What follows belongs to an exercise in optimizing a design on an open flow for small area, a short achievable clock period and few clock cycles per item; a production flow would make more cautious choices.
Only simulation tests tie the RTL to the original design; equivalence was not proved.

## wte_correct
module wte_correct (
    input  wire        clk,
    input  wire        rst,
    input  wire        cfg_we,
    input  wire [2:0]  cfg_addr,
    input  wire [31:0] cfg_wdata,
    input  wire        in_valid,
    output wire        in_ready,
    input  wire [1:0]  in_slot,
    input  wire [15:0] in_s,
    input  wire [15:0] in_dark,
    input  wire [15:0] in_gain,
    output wire        out_valid,
    input  wire        out_ready,
    output wire [15:0] out_y,
    output wire [15:0] out_v,
    output wire [15:0] neg_cnt,
    output wire [15:0] clip_cnt
);
    reg [2:0]  cfg_sh;
    reg        cfg_ob16;
    reg [1:0]  cfg_obk;
    reg [15:0] doff0, doff1, doff2, doff3;
    reg [15:0] dg0, dg1, dg2, dg3;
    always @(posedge clk) begin
        if (rst) begin
            cfg_sh   <= 3'd0;
            cfg_ob16 <= 1'b1;
            cfg_obk  <= 2'd0;
            doff0 <= 16'h0000; doff1 <= 16'h0000;
            doff2 <= 16'h0000; doff3 <= 16'h0000;
            dg0   <= 16'h4000; dg1   <= 16'h4000;
            dg2   <= 16'h4000; dg3   <= 16'h4000;
        end else if (cfg_we) begin
            case (cfg_addr)
                3'd0: begin
                    cfg_sh   <= cfg_wdata[0] ? (3'd0 - cfg_wdata[11:9]) : 3'd0;
                    cfg_ob16 <= cfg_wdata[20];
                    cfg_obk  <= cfg_wdata[18:17];
                end
                3'd1: begin doff0 <= cfg_wdata[15:0]; doff1 <= cfg_wdata[31:16]; end
                3'd2: begin doff2 <= cfg_wdata[15:0]; doff3 <= cfg_wdata[31:16]; end
                3'd3: begin dg0   <= cfg_wdata[15:0]; dg1   <= cfg_wdata[31:16]; end
                3'd4: begin dg2   <= cfg_wdata[15:0]; dg3   <= cfg_wdata[31:16]; end
                default: ;
            endcase
        end
    end
    reg  v0, v1, v2, v3, v4;     
    reg  ov;                 
    reg  kv;                 
  ...
Settings: LEC_CHECK=0, CAP_MARGIN=20, CORE_MARGIN=2, CORE_UTILIZATION=60, CTS_CLUSTER_DIAMETER=120, CTS_CLUSTER_SIZE=25, PLACE_DENSITY=0.7, SLEW_MARGIN=20, SYNTH_HIERARCHICAL=1, SYNTH_MINIMUM_KEEP_SIZE=0; clock period 13.0 ns.
standard.sh (not shown) runs the stock make flow with config.mk's settings and CLKGATE_MAP_FILE= SYNTH_SCRIPT=/design/flow/synth_recipe.tcl, a recipe that flattens the netlist after the stock synthesis.
==> flow/flow/run.sh <==
#!/bin/bash
# Layout flow: the standard layout (standard.sh, unchanged synthesis,
# floorplan, placement, CTS, routing) with ORFS's repair_timing asked to
# leave a larger setup margin than the 13 ns clock needs, so that it sizes
# the critical paths of this pipeline. The clock period and constraints
# are the design's.
set -euo pipefail
export SETUP_SLACK_MARGIN=9
bash standard.sh > standard.log 2>&1
The baseline ran to the end with no violations.
Testbench counts at the start, summed over its fixed seeds: cycles 16,048, items 16,000.
Then changed:
--- a/flow/design.v
+++ b/flow/design.v
@@ -60,25 +60,27 @@
         case (cfg_sh)
             3'd1: s16_in = {in_s[13:0], 2'b0};
             3'd2: s16_in = {in_s[11:0], 4'b0};
             3'd3: s16_in = {in_s[9:0],  6'b0};
             3'd4: s16_in = {in_s[7:0],  8'b0};
             default: s16_in = in_s;
         endcase
     end
-    reg [15:0] dg_in;
+    reg [15:0] dg_in, doff_in;
     always @(*) begin
         case (in_slot)
-            2'd0: dg_in = dg0;
-            2'd1: dg_in = dg1;
-            2'd2: dg_in = dg2;
-            default: dg_in = dg3;
+            2'd0: begin dg_in = dg0; doff_in = doff0; end
+            2'd1: begin dg_in = dg1; doff_in = doff1; end
+            2'd2: begin dg_in = dg2; doff_in = doff2; end
+            default: begin dg_in = dg3; doff_in = doff3; end
         endcase
     end
+    wire [15:0] ds_in = ~s16_in ^ in_dark ^ doff_in;
+    wire [15:0] dc_in = (~s16_in & in_dark) | (~s16_in & doff_in) | (in_dark & doff_in);
     wire [8:0] g_one, g_two;
     wire [7:0] g_neg;
     assign g_one[0] = in_gain[0] ^ 1'b0;
     assign g_two[0] = in_gain[1] ? (~in_gain[0] & ~1'b0) : (in_gain[0] & 1'b0);
     assign g_neg[0] = in_gain[1];
     assign g_one[1] = in_gain[2] ^ in_gain[1];
     assign g_two[1] = in_gain[3] ? (~in_gain[2] & ~in_gain[1]) : (in_gain[2] & in_gain[1]);
     assign g_neg[1] = in_gain[3];
@@ -97,46 +99,34 @@
     assign g_one[6] = in_gain[12] ^ in_gain[11];
     assign g_two[6] = in_gain[13] ? (~in_gain[12] & ~in_gain[11]) : (in_gain[12] & in_gain[11]);
     assign g_neg[6] = in_gain[13];
     assign g_one[7] = in_gain[14] ^ in_gain[13];
     assign g_two[7] = in_gain[15] ? (~in_gain[14] & ~in_gain[13]) : (in_gain[14] & in_gain[13]);
     assign g_neg[7] = in_gain[15];
     assign g_one[8] = 1'b0 ^ in_gain[15];
     assign g_two[8] = 1'b0 ? (~1'b0 & ~in_gain[15]) : (1'b0 & in_gain[15]);
-    reg [15:0] r0_s, r0_d, r0_dg;
+    reg [15:0] r0_ds, r0_dc, r0_dg;
+    reg        r0_sg;
     reg [8:0]  r0_gone, r0_gtwo;
     reg [7:0]  r0_gneg;
-    reg [1:0]  r0_slot;
     always @(posedge clk) begin
         if (advance) begin
-            r0_s    <= s16_in;
-            r0_d    <= in_dark;
+            r0_ds   <= ds_in;
+            r0_dc   <= dc_in;
+            r0_sg   <= doff_in[15];
             r0_dg   <= dg_in;
             r0_gone <= g_one;
             r0_gtwo <= g_two;
             r0_gneg <= g_neg;
-            r0_slot <= in_slot;
         end
     end
-    reg [15:0] doff_sel;
-    always @(*) begin
-        case (r0_slot)
-            2'd0: doff_sel = doff0;
-            2'd1: doff_sel = doff1;
-            2'd2: doff_sel = doff2;
-            default: doff_sel = doff3;
-        endcase
-    end
-    wire [17:0] da   = ~{2'b00, r0_s};
-    wire [17:0] db   = {2'b00, r0_d};
-    wire [17:0] dc   = {{2{doff_sel[15]}}, doff_sel};
-    wire [17:0] dsum = da ^ db ^ dc;
-    wire [17:0] dcar = (da & db) | (da & dc) | (db & dc);
-    wire [17:0] diff = ~(dsum + {dcar[16:0], 1'b0});
+    wire [17:0] dsum = {~r0_sg, ~r0_sg, r0_ds};
+    wire [17:0] dcar = {r0_sg, r0_dc, 1'b0};
+    wire [17:0] diff = ~(dsum + dcar);
     wire        neg  = diff[17];
     wire [31:0] ga, gb, gk;
     wire [1:0]  gc;
     wire gd_pp1;
     wire gd_pp2;
     wire gd_pp3;
     wire gd_pp4;
     wire gd_pp5;
=>
- The changed run produced a clean layout
- critical path depth stays the same
- utilization barely changes
- synthesized cell count barely changes
- worst setup slack barely changes
- routed wire length climbs by about 1.7%
- fmax is about the same
- register-to-register slack is about the same
- global-route usage grows by 0.16 points
- cell count stays flat
- cell area hardly moves
- area after synthesis is about the same
- non-clock buffer count is lower by 2
Testbench counts after the change, summed over its fixed seeds: cycles 16,048, items 16,000.

========
wte_correct, a different RTL version from the one above (not shown whole).
Size: ~530 flip-flops, ~160 I/O pins, about 39000 µm² of cells after synthesis.
Design wte_correct, start of the top module:
module wte_correct (
    input  wire        clk,
    input  wire        rst,
    input  wire        cfg_we,
    input  wire [2:0]  cfg_addr,
    input  wire [31:0] cfg_wdata,
    input  wire        in_valid,
    output wire        in_ready,
    input  wire [1:0]  in_slot,
    input  wire [15:0] in_s,
    input  wire [15:0] in_dark,
    input  wire [15:0] in_gain,
    output wire        out_valid,
    input  wire        out_ready,
    output wire [15:0] out_y,
    output wire [15:0] out_v,
    output wire [15:0] neg_cnt,
    output wire [15:0] clip_cnt
);
Settings: LEC_CHECK=0, CAP_MARGIN=20, CORE_MARGIN=2, CORE_UTILIZATION=60, CTS_CLUSTER_DIAMETER=100, CTS_CLUSTER_SIZE=20, PLACE_DENSITY=0.7, SLEW_MARGIN=20, SYNTH_HIERARCHICAL=1, SYNTH_MINIMUM_KEEP_SIZE=0; clock period 13.0 ns.
Scripts as last shown in full above: flow/flow/run.sh
Testbench counts at the start, summed over its fixed seeds: cycles 16,048, items 16,000.
Edit:
--- a/flow/design.v
+++ b/flow/design.v
@@ -122,20 +122,15 @@
         case (r0_slot)
             2'd0: doff_sel = doff0;
             2'd1: doff_sel = doff1;
             2'd2: doff_sel = doff2;
             default: doff_sel = doff3;
         endcase
     end
-    wire [17:0] da   = ~{2'b00, r0_s};
-    wire [17:0] db   = {2'b00, r0_d};
-    wire [17:0] dc   = {{2{doff_sel[15]}}, doff_sel};
-    wire [17:0] dsum = da ^ db ^ dc;
-    wire [17:0] dcar = (da & db) | (da & dc) | (db & dc);
-    wire [17:0] diff = ~(dsum + {dcar[16:0], 1'b0});
+    wire [17:0] diff = {2'b00, r0_s} - {2'b00, r0_d} - {{2{doff_sel[15]}}, doff_sel};
     wire        neg  = diff[17];
     wire [31:0] ga, gb, gk;
     wire [1:0]  gc;
     wire gd_pp1;
     wire gd_pp2;
     wire gd_pp3;
     wire gd_pp4;
@@ -2243,19 +2238,15 @@
     always @(posedge clk) begin
         if (advance) begin
             r4_y    <= yf[15:0];
             r4_clip <= |yf[20:16];
             r4_neg  <= r3_neg;
         end
     end
-    reg  [15:0] k_y;
-    reg         k_clip;
-    wire [15:0] src_y    = kv ? k_y    : r4_y;
-    wire        src_clip = kv ? k_clip : r4_clip;
-    wire [15:0] y = src_clip ? 16'hFFFF : src_y;
+    wire [15:0] y = r4_clip ? 16'hFFFF : r4_y;
     reg  [11:0] ra;
     reg         rb;
     always @(*) begin
         case (cfg_obk)
             2'd0:    begin ra = {y[15:8], 4'hF};  rb = y[7]; end
             2'd1:    begin ra = {y[15:6], 2'b11}; rb = y[5]; end
             default: begin ra = y[15:4];          rb = y[3]; end
@@ -2275,16 +2266,16 @@
             case (cfg_obk)
                 2'd0:    vred = {4'd0, rsum[11:4]};
                 2'd1:    vred = {2'd0, rsum[11:2]};
                 default: vred = rsum[11:0];
             endcase
         end
     end
-    reg  [15:0] o_y;
-    reg  [15:0] o_v;
+    reg  [15:0] k_y, o_y;
+    reg  [11:0] k_v, o_v;
     wire load_o = (kv || inc) && (!ov || take);
     wire kv_n   = kv ? !take : (inc && ov && !take);
     always @(posedge clk) begin
         if (rst) begin
             v0 <= 1'b0; v1 <= 1'b0; v2 <= 1'b0; v3 <= 1'b0; v4 <= 1'b0;
             ov <= 1'b0; kv <= 1'b0; rdy <= 1'b1;
         end else begin
@@ -2299,20 +2290,20 @@
             else if (take) ov <= 1'b0;
             kv  <= kv_n;
             rdy <= !kv_n;
         end
     end
     always @(posedge clk) begin
         if (load_o) begin
-            o_y <= y;
-            o_v <= {cfg_ob16 ? y[15:12] : 4'd0, vred};
+            o_y <= kv ? k_y : y;
+            o_v <= kv ? k_v : vred;
         end
         if (inc && ov && !take) begin
-            k_y    <= r4_y;
-            k_clip <= r4_clip;
+            k_y <= y;
+            k_v <= vred;
         end
     end
     reg [15:0] neg_count, clip_count;
     always @(posedge clk) begin
         if (rst || (cfg_we && cfg_addr == 3'd5)) begin
             neg_count  <= 16'd0;
             clip_count <= 16'd0;
@@ -2320,15 +2311,15 @@
             if (r4_neg && neg_count != 16'hFFFF)
                 neg_count <= neg_count + 16'd1;
             if (r4_clip && clip_count != 16'hFFFF)
                 clip_count <= clip_count + 16'd1;
         end
     end
     assign out_y    = o_y;
-    assign out_v    = o_v;
+    assign out_v    = {cfg_ob16 ? o_y[15:12] : 4'd0, o_v};
     assign neg_cnt  = neg_count;
     assign clip_cnt = clip_count;
 endmodule
 module wte_fa (
     input  wire a,
     input  wire b,
     input  wire c,
Outcome: Clock-buffer cell count is higher by 6. First-iteration DRC count fell by 3.2%. Wire length stays flat. Sequential cell count goes up by 7. Die area went up by 1.9%.
Testbench counts after the change, summed over its fixed seeds: cycles 16,048, items 16,000.

========
P:
Another version of the RTL of wte_correct (not shown whole).
For scale: about 540 flip-flops, about 160 I/O pins.
==> flow/config.mk <==
export PLATFORM = sky130hd
export DESIGN_NAME = wte_correct
export DESIGN_NICKNAME = wte_correct
export VERILOG_FILES = /design/flow/design.v
export SDC_FILE = /design/flow/constraint.sdc
export NUM_CORES = 4
export LEC_CHECK = 0
export CAP_MARGIN = 20
export CORE_MARGIN = 2
export CORE_UTILIZATION = 60
export CTS_CLUSTER_DIAMETER = 100
export CTS_CLUSTER_SIZE = 20
export PLACE_DENSITY = 0.7
export SLEW_MARGIN = 20
export SYNTH_HIERARCHICAL = 1
export SYNTH_MINIMUM_KEEP_SIZE = 0
==> flow/constraint.sdc <==
create_clock -name core_clock -period 13.0 [get_ports {clk}]
set_input_delay 2.6000 -clock core_clock [delete_from_list [all_inputs] [get_ports {clk}]]
set_output_delay 2.6000 -clock core_clock [all_outputs]
set_load 0.01 [all_outputs]
Scripts as last shown in full above: flow/flow/run.sh
Testbench counts of P, summed over its fixed seeds: cycles 16,048, items 16,000.
Modified inputs, Q compared to P
--- a/flow/design.v
+++ b/flow/design.v
@@ -122,20 +122,15 @@
         case (r0_slot)
             2'd0: doff_sel = doff0;
             2'd1: doff_sel = doff1;
             2'd2: doff_sel = doff2;
             default: doff_sel = doff3;
         endcase
     end
-    wire [17:0] da   = ~{2'b00, r0_s};
-    wire [17:0] db   = {2'b00, r0_d};
-    wire [17:0] dc   = {{2{doff_sel[15]}}, doff_sel};
-    wire [17:0] dsum = da ^ db ^ dc;
-    wire [17:0] dcar = (da & db) | (da & dc) | (db & dc);
-    wire [17:0] diff = ~(dsum + {dcar[16:0], 1'b0});
+    wire [17:0] diff = {2'b00, r0_s} - {2'b00, r0_d} - {{2{doff_sel[15]}}, doff_sel};
     wire        neg  = diff[17];
     wire [31:0] ga, gb, gk;
     wire [1:0]  gc;
     wire gd_pp1;
     wire gd_pp2;
     wire gd_pp3;
     wire gd_pp4;
@@ -2272,16 +2267,15 @@
                 2'd0:    vred = {4'd0, rsum[11:4]};
                 2'd1:    vred = {2'd0, rsum[11:2]};
                 default: vred = rsum[11:0];
             endcase
         end
     end
     reg  [15:0] k_y, o_y;
-    reg  [15:0] o_v;
-    reg  [11:0] k_v;
+    reg  [15:0] k_v, o_v;
     wire load_o = (kv || inc) && (!ov || take);
     wire kv_n   = kv ? !take : (inc && ov && !take);
     always @(posedge clk) begin
         if (rst) begin
             v0 <= 1'b0; v1 <= 1'b0; v2 <= 1'b0; v3 <= 1'b0; v4 <= 1'b0;
             ov <= 1'b0; kv <= 1'b0; rdy <= 1'b1;
         end else begin
@@ -2297,20 +2291,19 @@
             kv  <= kv_n;
             rdy <= !kv_n;
         end
     end
     always @(posedge clk) begin
         if (load_o) begin
             o_y <= kv ? k_y : y;
-            o_v <= kv ? {cfg_ob16 ? k_y[15:12] : 4'd0, k_v}
-                      : {cfg_ob16 ? y[15:12] : 4'd0, vred};
+            o_v <= kv ? k_v : {cfg_ob16 ? y[15:12] : 4'd0, vred};
         end
         if (inc && ov && !take) begin
             k_y <= y;
-            k_v <= vred;
+            k_v <= {cfg_ob16 ? y[15:12] : 4'd0, vred};
         end
     end
     reg [15:0] neg_count, clip_count;
     always @(posedge clk) begin
         if (rst || (cfg_we && cfg_addr == 3'd5)) begin
             neg_count  <= 16'd0;
             clip_count <= 16'd0;
## What came out
Last weighted congestion value of the routability-driven placer of Q falls short of that of P by a few percent. Delta(synthesized instance count, Q - P) > 0. Max final cell count across Q and P: Q. [compare] base=P new=Q: half-perimeter wire length after detailed placement held steady, worst hold margin grew by 0.014 ns, fraction of area in clock buffers and inverters grew by 0.30 points, clock-buffer cell count shrank by 3.
Testbench counts of Q, summed over its fixed seeds: cycles 16,048, items 16,000.

==> re-timing with driven ports <==
In the flow no input, the clock included, has a driving cell. The finished layouts below were timed again as built, in two steps.
Step 1 assumes that a clkbuf_16 drives the clock port and a buf_2 every other input.
Step 2 also shifts input and output timing later by t, the mid clock arrival at the registers, as if the neighbouring blocks saw the same clock.
Three values: ideal, step 1, step 2; two values: the first two.
| run | t, ns | setup slack, ns | cell pins on the clock port's net |
|---|---|---|---|
| the first run of note 1 | 0.667 | 9.056 / 8.995 / 8.506 | 1 |
| the second run of note 1 | 0.674 | 9.056 / 8.997 / 8.419 | 1 |
| the first run of note 2 | 0.702 | 8.865 / 8.865 / 8.581 | 1 |
| the second run of note 2 | 0.695 | 9.028 / 8.967 / 8.491 | 1 |
| P | 0.686 | 9.056 / 8.994 / 8.478 | 1 |
| Q | 0.645 | 9.077 / 9.016 / 8.467 | 1 |
After both steps every run listed still meets setup and hold. The setup slack of the second run of note 1, which loses most, moves by -0.059 ns with the drivers and by -0.637 ns with both steps.
